Background: an optimization exercise with open tools, aiming at small area. Do not read the settings as production practice. Function was checked by simulation only, so behaviour that the tests miss may differ from the original. Power figures rest on the tool's default switching activity, not on a simulated workload.

==> flow/design.v (excerpt) <==
module chk_unit (
    input  wire        clk,
    input  wire        rst,
    input  wire        req_valid,
    input  wire        req_write,
    input  wire [6:0]  req_addr,
    input  wire [31:0] req_wdata,
    input  wire [2:0]  req_src,
    input  wire [2:0]  req_jet,
    output reg         rsp_valid,
    output reg         rsp_denied,
    output reg  [31:0] rsp_rdata,
    input  wire [7:0]  fold_addr,
    input  wire        tick_ms,
    input  wire        jet_stop,
    input  wire [2:0]  jet_stop_id,
    input  wire        steward_stop,
    input  wire        lockout,
    output wire        mismatch_evt,
    output reg  [2:0]  mismatch_ch
);
==> flow/config.mk <==
export PLATFORM = sky130hd
export DESIGN_NAME = chk_unit
export DESIGN_NICKNAME = chk_unit
export VERILOG_FILES = /design/flow/design.v
export SDC_FILE = /design/flow/constraint.sdc
export NUM_CORES = 8
export LEC_CHECK = 0
export CAP_MARGIN = 10
export CORE_MARGIN = 2
export CORE_UTILIZATION = 60
export SLEW_MARGIN = 10
==> flow/constraint.sdc <==
create_clock -name core_clock -period 13.0 [get_ports {clk}]
set_input_delay 2.6000 -clock core_clock [delete_from_list [all_inputs] [get_ports {clk}]]
set_output_delay 2.6000 -clock core_clock [all_outputs]
set_load 0.01 [all_outputs]
standard.sh (not shown) runs the stock make flow with config.mk's settings and CLKGATE_MAP_FILE= SYNTH_SCRIPT=/design/flow/synth_recipe.tcl, a recipe that flattens the netlist after the stock synthesis.
==> flow/flow/run.sh <==
#!/bin/bash
# Own layout flow.
# 1. The standard synthesis (standard.sh synth).
# 2. The same synthesis again with an area-oriented ABC mapping script
#    (area_synth.tcl, abc_area_map.script, bias_lib.py); its netlist replaces
#    the standard one only if it holds exactly the same registers (names and
#    cell types).
# 3. The standard ORFS layout steps, with clock tree and port buffer
#    settings of our own.
# Each tool's output goes to a log of its own in this folder.
set -euo pipefail
W=$(pwd)
R=$W/orfs/results/$FLOW_PLATFORM/chk_unit/base
A=$W/orfs_area/results/$FLOW_PLATFORM/chk_unit/base

bash standard.sh synth > 1_standard_synth.log 2>&1
cp $R/1_2_yosys.v $W/standard_synth.v

python3 flow/bias_lib.py $FLOW_HOME/platforms/$FLOW_PLATFORM/lib/sky130_fd_sc_hd__tt_025C_1v80.lib \
  $W/abc_bias.lib 5.0 > 2_bias_lib.log 2>&1
if bash standard.sh WORK_HOME=$W/orfs_area SYNTH_SCRIPT=$W/flow/area_synth.tcl synth \
     > 2_area_synth.log 2>&1 \
   && python3 flow/regs_match.py $W/standard_synth.v $A/1_2_yosys.v > 2_regs_match.log 2>&1; then
  cp $A/1_2_yosys.v $R/1_2_yosys.v
  touch $R/1_2_yosys.v
fi

bash standard.sh \
  "CTS_ARGS=-sink_clustering_enable -repair_clock_nets -sink_clustering_size 10 -sink_clustering_max_diameter 40 -buf_list sky130_fd_sc_hd__clkbuf_4 -dont_use_dummy_load" \
  "BUFFER_PORTS_ARGS=-buffer_cell sky130_fd_sc_hd__buf_1" \
  "GLOBAL_PLACEMENT_ARGS=-keep_resize_below_overflow 0.3" \
  finish > 3_layout.log 2>&1
Other scripts of this flow, unchanged in this note and not shown: flow/flow/abc_area_map.script, flow/flow/area_synth.tcl, flow/flow/bias_lib.py, flow/flow/regs_match.py
Rerun with:
--- a/flow/flow/run.sh
+++ b/flow/flow/run.sh
@@ -18,5 +18,5 @@
 
 python3 flow/bias_lib.py $FLOW_HOME/platforms/$FLOW_PLATFORM/lib/sky130_fd_sc_hd__tt_025C_1v80.lib \
-  $W/abc_bias.lib 5.0 > 2_bias_lib.log 2>&1
+  $W/abc_bias.lib 3.0 > 2_bias_lib.log 2>&1
 if bash standard.sh WORK_HOME=$W/orfs_area SYNTH_SCRIPT=$W/flow/area_synth.tcl synth \
      > 2_area_synth.log 2>&1 \
@@ -27,6 +27,5 @@
 
 bash standard.sh \
-  "CTS_ARGS=-sink_clustering_enable -repair_clock_nets -sink_clustering_size 10 -sink_clustering_max_diameter 40 -buf_list sky130_fd_sc_hd__clkbuf_4 -dont_use_dummy_load" \
+  "CTS_ARGS=-sink_clustering_enable -repair_clock_nets -sink_clustering_size 16 -sink_clustering_max_diameter 60 -buf_list sky130_fd_sc_hd__clkbuf_8 -dont_use_dummy_load" \
   "BUFFER_PORTS_ARGS=-buffer_cell sky130_fd_sc_hd__buf_1" \
-  "GLOBAL_PLACEMENT_ARGS=-keep_resize_below_overflow 0.3" \
   finish > 3_layout.log 2>&1
What happened: The new run passed the timing, DRC and antenna checks. Non-clock buffer count goes down by 488. Critical path depth rose by 9. Routed wire length falls by about 5%. Die area stays flat. Sequential power goes up by about 1%. Clock skew fell by 24 ps. Worst hold slack gets worse by 27 ps. Area after synthesis stays flat. Setup slack degrades by 1400 ps. Global-route usage is lower by 2.1 points. Final cell count drops by about 9%.
Rerun with:
--- a/flow/flow/run.sh
+++ b/flow/flow/run.sh
@@ -18,5 +18,5 @@
 
 python3 flow/bias_lib.py $FLOW_HOME/platforms/$FLOW_PLATFORM/lib/sky130_fd_sc_hd__tt_025C_1v80.lib \
-  $W/abc_bias.lib 3.0 > 2_bias_lib.log 2>&1
+  $W/abc_bias.lib 5.0 > 2_bias_lib.log 2>&1
 if bash standard.sh WORK_HOME=$W/orfs_area SYNTH_SCRIPT=$W/flow/area_synth.tcl synth \
      > 2_area_synth.log 2>&1 \
@@ -27,5 +27,5 @@
 
 bash standard.sh \
-  "CTS_ARGS=-sink_clustering_enable -repair_clock_nets -sink_clustering_size 16 -sink_clustering_max_diameter 60 -buf_list sky130_fd_sc_hd__clkbuf_8 -dont_use_dummy_load" \
+  "CTS_ARGS=-sink_clustering_enable -repair_clock_nets -sink_clustering_size 10 -sink_clustering_max_diameter 40 -buf_list sky130_fd_sc_hd__clkbuf_4 -dont_use_dummy_load" \
   "BUFFER_PORTS_ARGS=-buffer_cell sky130_fd_sc_hd__buf_1" \
   finish > 3_layout.log 2>&1
--- a/flow/config.mk
+++ b/flow/config.mk
@@ -9,3 +9,4 @@
 export CORE_MARGIN = 2
 export CORE_UTILIZATION = 60
+export PLACE_DENSITY = 0.72
 export SLEW_MARGIN = 10
Outcome: The new run went through all stages and came out clean. Via count increases by a few percent. Critical path depth increases by 4. Hold slack degrades by 55 ps. Maximum frequency rises by a few percent. Utilization is lower by 0.24 points. Synthesized cell count barely changes.
Rerun with:
--- a/flow/flow/run.sh
+++ b/flow/flow/run.sh
@@ -27,5 +27,5 @@
 
 bash standard.sh \
-  "CTS_ARGS=-sink_clustering_enable -repair_clock_nets -sink_clustering_size 10 -sink_clustering_max_diameter 40 -buf_list sky130_fd_sc_hd__clkbuf_4 -dont_use_dummy_load" \
+  "CTS_ARGS=-sink_clustering_enable -repair_clock_nets -sink_clustering_size 16 -sink_clustering_max_diameter 60 -buf_list sky130_fd_sc_hd__clkbuf_8 -dont_use_dummy_load" \
   "BUFFER_PORTS_ARGS=-buffer_cell sky130_fd_sc_hd__buf_1" \
   finish > 3_layout.log 2>&1
--- a/flow/config.mk
+++ b/flow/config.mk
@@ -8,5 +8,4 @@
 export CAP_MARGIN = 10
 export CORE_MARGIN = 2
-export CORE_UTILIZATION = 60
-export PLACE_DENSITY = 0.72
+export CORE_UTILIZATION = 50
 export SLEW_MARGIN = 10
=> The new run ran to the end with no violations; flip-flop and latch count is unchanged; final area is higher by 1.3%; synthesized cell count stays the same.
Rerun with:
--- a/flow/config.mk
+++ b/flow/config.mk
@@ -6,6 +6,6 @@
 export NUM_CORES = 8
 export LEC_CHECK = 0
-export CAP_MARGIN = 10
+export CAP_MARGIN = 20
 export CORE_MARGIN = 2
-export CORE_UTILIZATION = 50
-export SLEW_MARGIN = 10
+export CORE_UTILIZATION = 60
+export SLEW_MARGIN = 20
The new run produced a clean layout. Synthesized cell count is unchanged. Maximum frequency is lower by 2.8%. Via count grows by 0.70%.

re-timing with driven ports:
How much do the figures lean on ideal ports? The routed layouts below were timed once more, with nothing changed but the port constraints. Step 1, drivers: a clkbuf_16 drives clk and a buf_2 each remaining input, both assumed. Step 2 adds t to the input delays and takes it off the output delays; t is the mean of the earliest and latest rising clock arrival at the registers after step 1. Input paths then give back, and output paths get back, about the clock's delay inside the block. Slacks: no drivers / after step 1 / after step 2; pairs: no drivers / after step 1.
run | t (ns) | slack for setup (ns) | worst data-port slew with drivers (ns)
the first run | 1.207 | 2.228 / 2.279 / 1.072 | 0.09
the second run | 0.875 | 0.864 / 0.907 / 0.032 | 0.19
the third run | 1.205 | 1.452 / 1.497 / 0.292 | 0.13
the fourth run | 0.896 | 1.231 / 1.281 / 0.385 | 0.22
the fifth run | 0.840 | 0.894 / 0.942 / 0.102 | 0.12
After both steps every run listed still meets setup and hold. For the third run, which loses most, drivers alone change the setup slack by +0.045 ns; drivers and shift together by -1.160 ns.
